Background: an optimization exercise with open tools, aiming at small area, a short achievable clock period and few clock cycles per item. Do not read the settings as production practice.
At most, simulation tests tie the RTL to the original design; equivalence was not proved.
Function not checked in run 2: the RTL went through the layout flow alone.

## flow/design.v (module list and top-level ports; edited modules follow where they fit)
// module sha384: 1780 lines
module sha384 (
    input  wire         clk,
    input  wire         rst,            
    input  wire         in_valid,
    output wire         in_ready,
    input  wire [63:0]  in_data,        
    input  wire         in_first,       
    input  wire         in_last,        
    output wire [383:0] digest,         
    output reg          digest_valid
);
  // ...
==> flow/flow/run.sh <==
#!/bin/bash
# The standard layout (the standard.sh) with timing repair aimed below the
# clock period (SETUP_SLACK_MARGIN ns of slack), and with the full-adder cells
# added to the platform's don't-use list, so the carry-save trees are built
# from faster gates.
set -euo pipefail
export SETUP_SLACK_MARGIN=${MARGIN:-6.5}
DONT_USE="sky130_fd_sc_hd__probe_p_8 sky130_fd_sc_hd__probec_p_8 sky130_fd_sc_hd__lpflow_bleeder_1 sky130_fd_sc_hd__lpflow_clkbufkapwr_1 sky130_fd_sc_hd__lpflow_clkbufkapwr_16 sky130_fd_sc_hd__lpflow_clkbufkapwr_2 sky130_fd_sc_hd__lpflow_clkbufkapwr_4 sky130_fd_sc_hd__lpflow_clkbufkapwr_8 sky130_fd_sc_hd__lpflow_clkinvkapwr_1 sky130_fd_sc_hd__lpflow_clkinvkapwr_16 sky130_fd_sc_hd__lpflow_clkinvkapwr_2 sky130_fd_sc_hd__lpflow_clkinvkapwr_4 sky130_fd_sc_hd__lpflow_clkinvkapwr_8 sky130_fd_sc_hd__lpflow_decapkapwr_12 sky130_fd_sc_hd__lpflow_decapkapwr_3 sky130_fd_sc_hd__lpflow_decapkapwr_4 sky130_fd_sc_hd__lpflow_decapkapwr_6 sky130_fd_sc_hd__lpflow_decapkapwr_8 sky130_fd_sc_hd__lpflow_inputiso0n_1 sky130_fd_sc_hd__lpflow_inputiso0p_1 sky130_fd_sc_hd__lpflow_inputiso1n_1 sky130_fd_sc_hd__lpflow_inputiso1p_1 sky130_fd_sc_hd__lpflow_inputisolatch_1 sky130_fd_sc_hd__lpflow_isobufsrc_1 sky130_fd_sc_hd__lpflow_isobufsrc_16 sky130_fd_sc_hd__lpflow_isobufsrc_2 sky130_fd_sc_hd__lpflow_isobufsrc_4 sky130_fd_sc_hd__lpflow_isobufsrc_8 sky130_fd_sc_hd__lpflow_isobufsrckapwr_16 sky130_fd_sc_hd__lpflow_lsbuf_lh_hl_isowell_tap_1 sky130_fd_sc_hd__lpflow_lsbuf_lh_hl_isowell_tap_2 sky130_fd_sc_hd__lpflow_lsbuf_lh_hl_isowell_tap_4 sky130_fd_sc_hd__lpflow_lsbuf_lh_isowell_4 sky130_fd_sc_hd__lpflow_lsbuf_lh_isowell_tap_1 sky130_fd_sc_hd__lpflow_lsbuf_lh_isowell_tap_2 sky130_fd_sc_hd__lpflow_lsbuf_lh_isowell_tap_4 sky130_fd_sc_hd__fa_1 sky130_fd_sc_hd__fa_2 sky130_fd_sc_hd__fa_4"
bash standard.sh DONT_USE_CELLS="$DONT_USE" finish > layout.log 2>&1
==> flow/standard.sh <==
#!/bin/bash
# synth_recipe.tcl (not shown) runs the flow's synth.tcl, then flattens the netlist and writes it again
# the make line also repeats each setting of config.mk as NAME=value (left out here)
make -C /OpenROAD-flow-scripts/flow DESIGN_CONFIG=/design/flow/config.mk WORK_HOME=/design/flow/orfs CLKGATE_MAP_FILE= SYNTH_SCRIPT=/design/flow/synth_recipe.tcl "${@:-finish}"
==> flow/config.mk <==
export PLATFORM = sky130hd
export DESIGN_NAME = sha384
export DESIGN_NICKNAME = sha384
export VERILOG_FILES = /design/flow/design.v
export SDC_FILE = /design/flow/constraint.sdc
export NUM_CORES = 8
export LEC_CHECK = 0
export CAP_MARGIN = 40
export CORE_MARGIN = 2
export CORE_UTILIZATION = 40
export SLEW_MARGIN = 40
export SYNTH_MEMORY_MAX_BITS = 16384
==> flow/constraint.sdc <==
create_clock -name core_clock -period 12.0 [get_ports {clk}]
set_input_delay 2.4000 -clock core_clock [delete_from_list [all_inputs] [get_ports {clk}]]
set_output_delay 2.4000 -clock core_clock [all_outputs]
set_load 0.01 [all_outputs]
==> impl_metrics.csv, run 1 <==
group,metric,value,unit
status,status,"no timing/DRC/antenna violations",
sta,fmax,172.4,MHz
route,route.met2.wl,206.5,mm
die,core-area,0.2505,mm2
finish,layout-area-overhead-vs-synth,26.32,%
setup_path,cp-startpoint,"e[17]",
logic_synthesis,synth_area_leaders,"dfxtp_1 41%, ha_1 11%, xnor2_1 8.3%, xor2_1 4.3%, nor2_1 4.0%",
route,top_layer_used,"met5",
clock_tree,cts_made_buffers,217,
logic_synthesis,synthMuxAreaShare,2.119,%
sta,final-setup-viol-count,0,
route,wl,480.4,mm
finish,clkbuf_count,281,
finish,final_nets,12549,
grt,grt_first_pass_wirelength,649.6,mm
grt,overflow,0,
finish,seq_cells,2073,
finish,regArea,0.04185,mm2
sta,worstMarginPinSlew,0.9531,ns
clock_tree,cts.sinks,2073,
route,drtIter0Drc,8322,
setup_path,end_kind,"flip-flop",
finish,multi_input_area,0.06239,mm2
logic_synthesis,ys_warn_count,3,
logic_synthesis,synth_top_area_share,41.22,%
worst_hold_path,hold_start,"w[10][29]",
setup_path,path_buf_inv,2,
sta,hold_viol_final,0,
clock_tree,clockRootBuffer,"clkbuf_16",
place,port_buffers,454,
logic_synthesis,synth_top_family_by_area,"compound AO/OA/AOI/OAI gates",
setup_path,rrSetupSlack,6.20,ns
sta,rsz0062_at_grt,"true",
clock_tree,cts_hold_buf,0,
die,rows,184,
finish,largest_reg_flops,1024,
route,route.vias.total,86475,
route,vias_per_cell,5.718,
setup_path,reg2reg_depth,23,
grt,grtUsageMet3,5.548,%
Testbench counts, summed over its fixed seeds: cycles 191,696, blocks 2,396.
==> inputs of run 2 (changes only) <==
--- a/flow/design.v
+++ b/flow/design.v
@@ -23,47 +23,50 @@
     reg         run;          
     reg  [6:0]  rc;           
     reg         run_first, run_last;
     reg         q77, q78, q79;    
     wire fin = q77 | q78 | q79;   
     wire [4:0] wc_base = q78 ? 5'd0 : wc;    
     assign in_ready = !wc_base[4] && (ph == wc_base[3:0]);
     wire accept = in_valid && in_ready;
-    wire start = (ph == 4'd1) && (rc == 7'd79) && (wc != 5'd0);
+    reg  start, start_iv, start_h;
     wire abort = run && (rc <= 7'd14) && ({2'b00, wc} < rc + 7'd2);
+    wire [6:0] rc_next = start ? 7'd0 :
+                         (!run || abort || rc == 7'd79) ? 7'd79 : rc + 7'd1;
+    wire       run_next = start || (run && !abort && rc != 7'd79);
+    wire [4:0] wc_next  = wc_base + {4'd0, accept};
+    wire       ldf_next = (accept && wc_base == 5'd0) ? in_first : ld_first;
+    wire       start_next = (ph == 4'd0) && (rc_next == 7'd79) && (wc_next != 5'd0);
     wire sched = run && (rc >= 7'd14) && (rc <= 7'd77) && wc[4];
     always @(posedge clk) begin
         if (rst) begin
             ph           <= 4'd0;
             wc           <= 5'd0;
             run          <= 1'b0;
             rc           <= 7'd79;
+            start        <= 1'b0;
+            start_iv     <= 1'b0;
+            start_h      <= 1'b0;
             q77          <= 1'b0;
             q78          <= 1'b0;
             q79          <= 1'b0;
             digest_valid <= 1'b0;
         end else begin
             ph <= ph + 4'd1;
-            wc <= wc_base + {4'd0, accept};
+            wc <= wc_next;
             digest_valid <= q79 && run_last;
             q77 <= run && (rc == 7'd76);
             q78 <= q77;
             q79 <= q78;
-            if (start) begin
-                run <= 1'b1;
-                rc  <= 7'd0;
-            end else if (run) begin
-                if (abort || rc == 7'd79) begin
-                    run <= 1'b0;
-                    rc  <= 7'd79;
-                end else begin
-                    rc  <= rc + 7'd1;
-                end
-            end
+            rc       <= rc_next;
+            run      <= run_next;
+            start    <= start_next;
+            start_iv <= start_next && ldf_next;
+            start_h  <= start_next && !run_next;
         end
     end
     always @(posedge clk) begin
         if (accept && wc_base == 5'd0) begin
             ld_first <= in_first;
             ld_last  <= in_last;
         end
         if (start) begin
@@ -1751,18 +1754,18 @@
     wire xk_g6_61 = xk_g5_61 | (xk_p5_61 & xk_g5_31);
     wire xk_p6_61 = xk_p5_61 & xk_p5_31;
     wire xk_g6_62 = xk_g5_62 | (xk_p5_62 & xk_g5_31);
     wire xk_p6_62 = xk_p5_62 & xk_p5_31;
     wire xk_g6_63 = xk_g5_63 | (xk_p5_63 & xk_g5_31);
     wire xk_p6_63 = xk_p5_63 & xk_p5_31;
     wire [63:0] x_next = xk_p ^ {xk_g6_62, xk_g6_61, xk_g6_60, xk_g6_59, xk_g6_58, xk_g6_57, xk_g6_56, xk_g6_55, xk_g6_54, xk_g6_53, xk_g6_52, xk_g6_51, xk_g6_50, xk_g6_49, xk_g6_48, xk_g6_47, xk_g6_46, xk_g6_45, xk_g6_44, xk_g6_43, xk_g6_42, xk_g6_41, xk_g6_40, xk_g6_39, xk_g6_38, xk_g6_37, xk_g6_36, xk_g6_35, xk_g6_34, xk_g6_33, xk_g6_32, xk_g5_31, xk_g5_30, xk_g5_29, xk_g5_28, xk_g5_27, xk_g5_26, xk_g5_25, xk_g5_24, xk_g5_23, xk_g5_22, xk_g5_21, xk_g5_20, xk_g5_19, xk_g5_18, xk_g5_17, xk_g5_16, xk_g4_15, xk_g4_14, xk_g4_13, xk_g4_12, xk_g4_11, xk_g4_10, xk_g4_9, xk_g4_8, xk_g3_7, xk_g3_6, xk_g3_5, xk_g3_4, xk_g2_3, xk_g2_2, xk_g1_1, xk_g[0], 1'b0};
     wire init    = start;
-    wire init_iv = start && ld_first;
-    wire init_h  = start && !run;
+    wire init_iv = start_iv;      
+    wire init_h  = start_h;       
     always @(posedge clk) begin
         r[0] <= q79 ? a_rnd : r[1];
         r[1] <= r[2];
         r[2] <= r[3];
         r[3] <= sum_e;
         r[4] <= q79 ? e_rnd : r[5];
         r[5] <= r[6];
         r[6] <= r[7];
==> flow/flow/run.sh (replaced) <==
#!/bin/bash
set -euo pipefail
export SETUP_SLACK_MARGIN=${MARGIN:-6.2}
bash standard.sh > layout.log 2>&1
==> run 2 against run 1 <==
Compared with the run above: still clean; sequential cell count increased by 67; design area fell by 6.7%; sequential share of layout area grew 3.4 points; synthesized cell count down 11%; critical path type unchanged; largest cell class unchanged.
==> impl_metrics.csv, run 2 <==
group,metric,value,unit
status,status,"no timing/DRC/antenna violations",
clock_tree,cts.sinks,2140,
die,fp.dieW,498.8,um
sta,finClkSkew,0.1222,ns
sta,fin_crit,5.900,ns
finish,biggestRegsByFlops,"w: 1024 flops, r: 512 flops",
die,ios,455,
setup_path,crit_path_max_incr_delay,0.62,ns
clock_tree,ctsHtreeMaxLevel,4,
place,pre_cts_slack,2.875,ns
grt,grtUsageMet3,8.367,%
route,drc,0,
grt,antenna_found_initial,42,
place,port_buffers,454,
sta,slew_viol_final,0,
logic_synthesis,yosysSeqAreaShare,43.78,%
grt,first_global_vias,76349,
grt,overflow,0,
logic_synthesis,yosys_register_bits,2140,
finish,top_register,"w",
route,post_drt_wl_per_cell,34.54,um
logic_synthesis,async_flop_share,0,%
logic_synthesis,synth_top_area_share,43.68,%
logic_synthesis,synthTopCellsByCount,"2137 x dfxtp_1, 845 x inv_1, 736 x nand2_1",
setup_path,path_cells,"buf_12 > xor2_4 > xnor2_4 > fa_2 > buf_6 > maj3_2 > fa_1 > inv_2 > ha_4 > and3_4 > nor4b_4 > nand4_1 > o21bai_4 > a2111oi_4 > buf_4 > o21ai_4 > a221oi_4 > a21oi_4 > o21ai_2 > xor2_2 > mux2_4",
logic_synthesis,synth-edff-count,3,
setup_path,crit_type,"reg -> reg",
route,drtIter0Drc,8438,
die,start_util,40.23,%
finish,final_nets,11227,
route,vias_per_cell,5.753,
logic_synthesis,synthCells,9765,
grt,busiest_layer,"met2",
sta,worstMarginPinSlew,0.9339,ns
clock_tree,cts_made_buffers,220,
die,core-area,0.2435,mm2
die,fp.dieH,498.8,um
finish,mostFrequentLayoutCells,"2048 x dfxtp_1, 830 x inv_1, 722 x nand2_1, 653 x xnor2_1, 504 x fa_1",
sta,hold_viol_final,0,
die,rows,181,
die,die-area,0.2488,mm2
logic_synthesis,yosysTopAreaCell,"dfxtp_1",
place,dpl_cell_area,0.1064,mm2
clock_tree,clockBufferDepth,3,
finish,layout-area-overhead-vs-synth,20.90,%
logic_synthesis,synth.most_common_cell,"dfxtp_1",
clock_tree,cts_hold_buf,0,
grt,grt_start_max_net_pins,164,
route,drtPass1Iterations,6,
finish,largest_reg_flops,1024,
route,wl,470.7,mm
logic_synthesis,ys_warn_count,3,
sta,tns,0,ns
logic_synthesis,syn_avg_cell_area,10.03,um2
finish,drive_gt1_share,12.71,%
sta,final-setup-viol-count,0,
place,place_congestion,0.9890,
logic_synthesis,synth_ff_type,"dfxtp_1",
clock_tree,insertion_delay,0.94,ns
grt,grtUsageTotal,36.77,%
setup_path,critPathLaunchType,"flip-flop",
finish,stdcell_area,0.1184,mm2
finish,final_common_cell,"dfxtp_1",
sta,period_share,49.17,%
sta,worst_slack,6.100,ns
clock_tree,path_clk_slew,0.06,ns
run,drv_cap,0,
sta,rsz0062_at_grt,"true",
grt,use_met2,55.26,%
grt,grt_first_pass_wirelength,632.3,mm
logic_synthesis,synth.distinct_cells,98,
setup_path,worst_path_max_delay_cell,"fa_2",
clock_tree,cts_tree,"built",
logic_synthesis,syn-cell-area,0.09793,mm2
clock_tree,clockRootBuffer,"clkbuf_16",
grt,use_met1,49.73,%
logic_synthesis,syn-num-nets,10770,
setup_path,cp_max_fo,5,
setup_path,critPathArrivalTime,6.61,ns
sta,fmax,169.5,MHz
worst_hold_path,hold_class,"reg -> reg",
place,place_hpwl,359.8,mm
route,route.vias.total,78397,
sta,relSlewSlack,37.74,%
logic_synthesis,synth_area_leaders,"dfxtp_1 44%, fa_1 11%, xnor2_1 6.5%, ha_1 5.2%, inv_1 3.2%",
setup_path,end_kind,"flip-flop",
route,drt.antenna.violating_nets,0,
setup_path,required,12.71,ns
## run 2: cell count changes in the layout (fill, tap and decap cells not counted), moves of 124 or more
cell and delta:
inv_1 +730, nor2_1 -553, fa_1 +504, ha_1 -448, xor2_1 -251, nand2_1 -225, o21bai_1 -197, buf_4 -163
nand2b_1 -156, nor3_1 -140, xnor2_1 -127, o21ai_0 -124
## run 2: cell type report
class	count	area [um2]
Fill cell	22169	125100
Antenna cell	12	30.03
Sequential cell	2140	43070
Clock inverter	124	1871
Clock buffer	289	6237
Inverter	854	3257
Timing Repair Buffer	729	7350
Tap cell	3202	4006
Multi-Input combinational cell	6277	52580
## run 2: timing repair
item | 4_1_cts | 5_1_grt
gates resized for setup | 350 | 233
setup buffers | 61 | 43
endpoints found under the setup margin | 405 | 168
gates cloned | 11 | 0
pin swaps | 50 | 79
## run 2: metal layers
layer  share of wire [%]  up-vias
li1                    -    33799
met1                  42    39685
met2                  43     4001
met4                 5.9       24
met3                 9.0      888
met5               0.034        -
## run 2: final timing paths
path	slack, ns	cells after the start	start	end
setup / recovery	6.10	21	e[56]	r[4][62]
hold / removal	0.22	0	w[4][62]	w[3][62]
setup reg to reg	6.10	21	e[56]	r[4][62]
hold reg to reg	0.22	0	w[4][62]	w[3][62]
## run 2: metrics by stage
step / hold slack [ns] / utilization, % / instances
CTS: 0.2160 / 48.00 / 13570
floorplan: 0.3096 / - / 9765
detailed placement: 0.3121 / 43.70 / 13085
global route: 0.2192 / 48.62 / 13617
finish: 0.2225 / 48.63 / 13627
global placement: 0.3096 / 43.54 / 13078
## run 2: cell families after synthesis
kind of cell               after synthesis  share of synthesized area, %
muxes                                  204                         2.272
DFF                                   2140                         43.78
adders and majority gates              984                         16.50
buffers and inverters                 1351                         5.237
xor gates and xnor gates               935                         8.370
and+or+nand+nor                       1914                         8.824
AOI/OAI and AO/OA                     2237                         15.02
## run 2: worst max-delay path, delay by kind of cell (launching register included)
kind | cells | cell delay, ns
compound gates | 6 | 1.47
buf+inv | 4 | 0.57
xor+xnor | 3 | 0.68
flops | 1 | 0.33
simple gates | 3 | 0.67
fa+ha+maj | 4 | 1.73
mux | 1 | 0.29

port drivers added, routing unchanged:
The flow's constraints put no driver on any port. The routed layouts listed below were extracted and timed again, unchanged, in two steps.
Step 1, drivers: a clkbuf_16 drives clk and a buf_2 each remaining input, both assumed.
Step 2, shift: input delay + t, output delay - t, t = (earliest + latest rising clock arrival at the registers) / 2. This alone moves slack from input paths to output paths.
a / b / c = no drivers / after step 1 / after step 2; a / b = the first two.
| run | shift t [ns] | setup slack, ns | worst data-port slew with drivers (ns) |
|---|---|---|---|
| run 1 | 0.970 | 6.200 / 6.200 / 6.200 | 0.14 |
| run 2 | 0.982 | 6.100 / 6.100 / 5.243 | 0.06 |
After both steps setup and hold are still met in every run listed. The setup slack of run 2, which loses most, moves by 0.000 ns with the drivers and by -0.857 ns with both steps.
